What follows belongs to an exercise in optimizing a design on an open flow for small area, a short achievable clock period and few clock cycles; a production flow would make more cautious choices. The RTL was checked by simulation tests, not by an equivalence proof against the original design.

==> run H: inputs <==
Design chk_engine, start of the top module:
module chk_engine (
    input  wire         clk,
    input  wire         rst,             
    input  wire         job_valid,
    output wire         job_ready,
    input  wire         job_start,
    input  wire         job_fold,
    input  wire         job_finish,
    input  wire         job_compare,
    input  wire [1:0]   job_alg,
    input  wire [63:0]  job_fold_a,
    input  wire [31:0]  job_fold_s,
    input  wire [63:0]  job_expect,
    input  wire         in_valid,
    output wire         in_ready,
    input  wire [127:0] in_data,
    input  wire [4:0]   in_nbytes,
    input  wire         in_last,
    output wire         res_valid,
    input  wire         res_ready,
    output wire [63:0]  res_value,
    output wire         res_mismatch,
    output wire         res_finish,
    input  wire         ctx_wr,
    input  wire [1:0]   ctx_wr_alg,
    input  wire [63:0]  ctx_wr_run,
    input  wire         ctx_clr_ignored,
    output wire [1:0]   ctx_alg,
    output wire [63:0]  ctx_run,
    output wire         ctx_busy,
    output wire         ctx_write_ignored
);
clock: 36.0 ns
lec_check: 0
cap_margin: 35
core_margin: 2
core_utilization: 30
slew_margin: 35
standard.sh (not shown) runs the stock make flow with config.mk's settings and CLKGATE_MAP_FILE= SYNTH_SCRIPT=/design/flow/synth_recipe.tcl, a recipe that flattens the netlist after the stock synthesis.
==> flow/flow/run.sh <==
#!/bin/bash
# The standard layout (standard.sh), with ORFS's timing repair after clock-tree
# synthesis and global routing asked to leave 28 ns of setup slack at the design's
# 36 ns clock, that is to aim at an 8 ns clock, instead of none. The constraints,
# the clock and every other step are the standard flow's. make's own output goes to
# flow_make.log; each ORFS step writes its own log under orfs/logs/.
set -o pipefail
bash standard.sh finish SETUP_SLACK_MARGIN=28 > flow_make.log 2>&1
==> inputs of run Y, as changes to run H <==
--- a/flow/design.v
+++ b/flow/design.v
@@ -1582,32 +1582,17 @@
     wire jr_ok   = ~act_n & ~pend_n & ~(lastp_n & rv_n) & (~need_fold | fdone_n);
     wire jr_n    = job_valid & ~jr & jr_ok;
     wire jr_o_n  = job_valid & ~jr_o & jr_ok;
     wire ir_n    = act_n | jr_n;
     wire busy_n  = act_n | lastp_n | pend_n | rv_n;
     wire [63:0] r_src  = pend ? crc : crc_next;
     wire [63:0] r_xo   = j_finish ? alg_xorout(alg) : 64'd0;
     wire [63:0] r_outv = r_src ^ r_xo;
-    wire [63:0] r_exp  = j_expect ^ r_xo;
-    wire        r_m0   = |(c0 ^ xr ^ r_exp[31:0]);
-    wire        r_m1   = |(c1 ^ xr ^ r_exp[31:0]);
-    wire        r_m2   = |(c2 ^ xl[15:0] ^ r_exp[15:0]);
-    wire        r_m3   = |(c3 ^ xl ^ r_exp);
-    reg         r_mnext;
-    always @* begin
-        case (alg)
-            2'd0:    r_mnext = r_m0;
-            2'd1:    r_mnext = r_m1;
-            2'd2:    r_mnext = r_m2;
-            default: r_mnext = r_m3;
-        endcase
-    end
-    wire        r_mcrc = |((crc ^ r_exp) & alg_mask(alg));
-    wire        r_misv = j_compare & (pend ? r_mcrc : r_mnext);
+    wire        r_misv = j_compare & (|((r_src ^ (j_expect ^ r_xo)) & alg_mask(alg)));
     wire [63:0] start_val = alg_init(pj_alg) ^ (pj_fold ? (fold_val & alg_mask(pj_alg)) : 64'd0);
     wire        ssel  = jr & pj_start;             
     wire        wsel  = ctx_wr & ~busy & ~ssel;    
     wire [63:0] wrval = ctx_wr_run & alg_mask(ctx_wr_alg);
     always @(posedge clk) begin
         d_data <= in_data;
         d_n    <= in_nbytes;
         d_z    <= 4'd0 - in_nbytes[3:0];
==> flow/config.mk (replaced) <==
export PLATFORM = sky130hd
export DESIGN_NAME = chk_engine
export DESIGN_NICKNAME = chk_engine
export VERILOG_FILES = /design/flow/design.v
export SDC_FILE = /design/flow/constraint.sdc
export NUM_CORES = 4
export LEC_CHECK = 0
export CAP_MARGIN = 50
export CORE_MARGIN = 2
export CORE_UTILIZATION = 30
export SLEW_MARGIN = 50
==> notes <==
Setup slack: run H is worse than run Y (37 ps).
Of run Y and run H, run Y has the higher synthesized cell count (gap 3.7%, measured against run H).
In run Y the clock skew is lower than in run H, by 7.7 ps.
Between run Y and run H, the lower die area is in run Y (gap 7.5%, measured against run H).
In run Y the via count is smaller than in run H, by about 0.7%.
==> figures <==
metric	run H	run Y
Status	no timing/DRC/antenna violations	no timing/DRC/antenna violations
Gp weighted congestion	1.27	1.23
Invs w/o clock	456	466
Worst flop-to-flop path startpoint	d_zero	d_z[1]
Least setup slack across all paths after layout	27160 ps	27200 ps
Netlist area before placement	88100 sq um	81500 sq um
Floorplan row count	199	191
First-pass GRT wire length	1040 mm	947 mm
Achievable clock frequency	113 MHz	114 MHz
Non-clock buffers	1502	1479
Testbench counts of run H, summed over its fixed seeds: cycles 65,516.
Testbench counts of run Y, summed over its fixed seeds: cycles 65,516.

-- what the ideal ports hide --
No port has a modelled driver above. Below, the same layouts with a new extraction and two added sets of constraints.
Step 1 assumes that a clkbuf_16 drives the clock port and a buf_2 every other input.
Step 2, shift: input delay + t, output delay - t, t = (earliest + latest rising clock arrival at the registers) / 2. This alone moves slack from input paths to output paths.
Slacks: no drivers / after step 1 / after step 2; pairs: no drivers / after step 1.
| run | t, ns | setup slack, ns | hold slack, ns | worst setup path at the end |
|---|---|---|---|---|
| run H | 0.905 | 27.162 / 27.052 / 27.083 | 0.416 / 0.416 / 0.416 | input to register |
| run Y | 0.913 | 27.198 / 27.081 / 27.146 | 0.416 / 0.416 / 0.416 | input to register |
After both steps every run listed still meets setup and hold. For run H, which loses most, drivers alone change the setup slack by -0.110 ns; drivers and shift together by -0.079 ns.
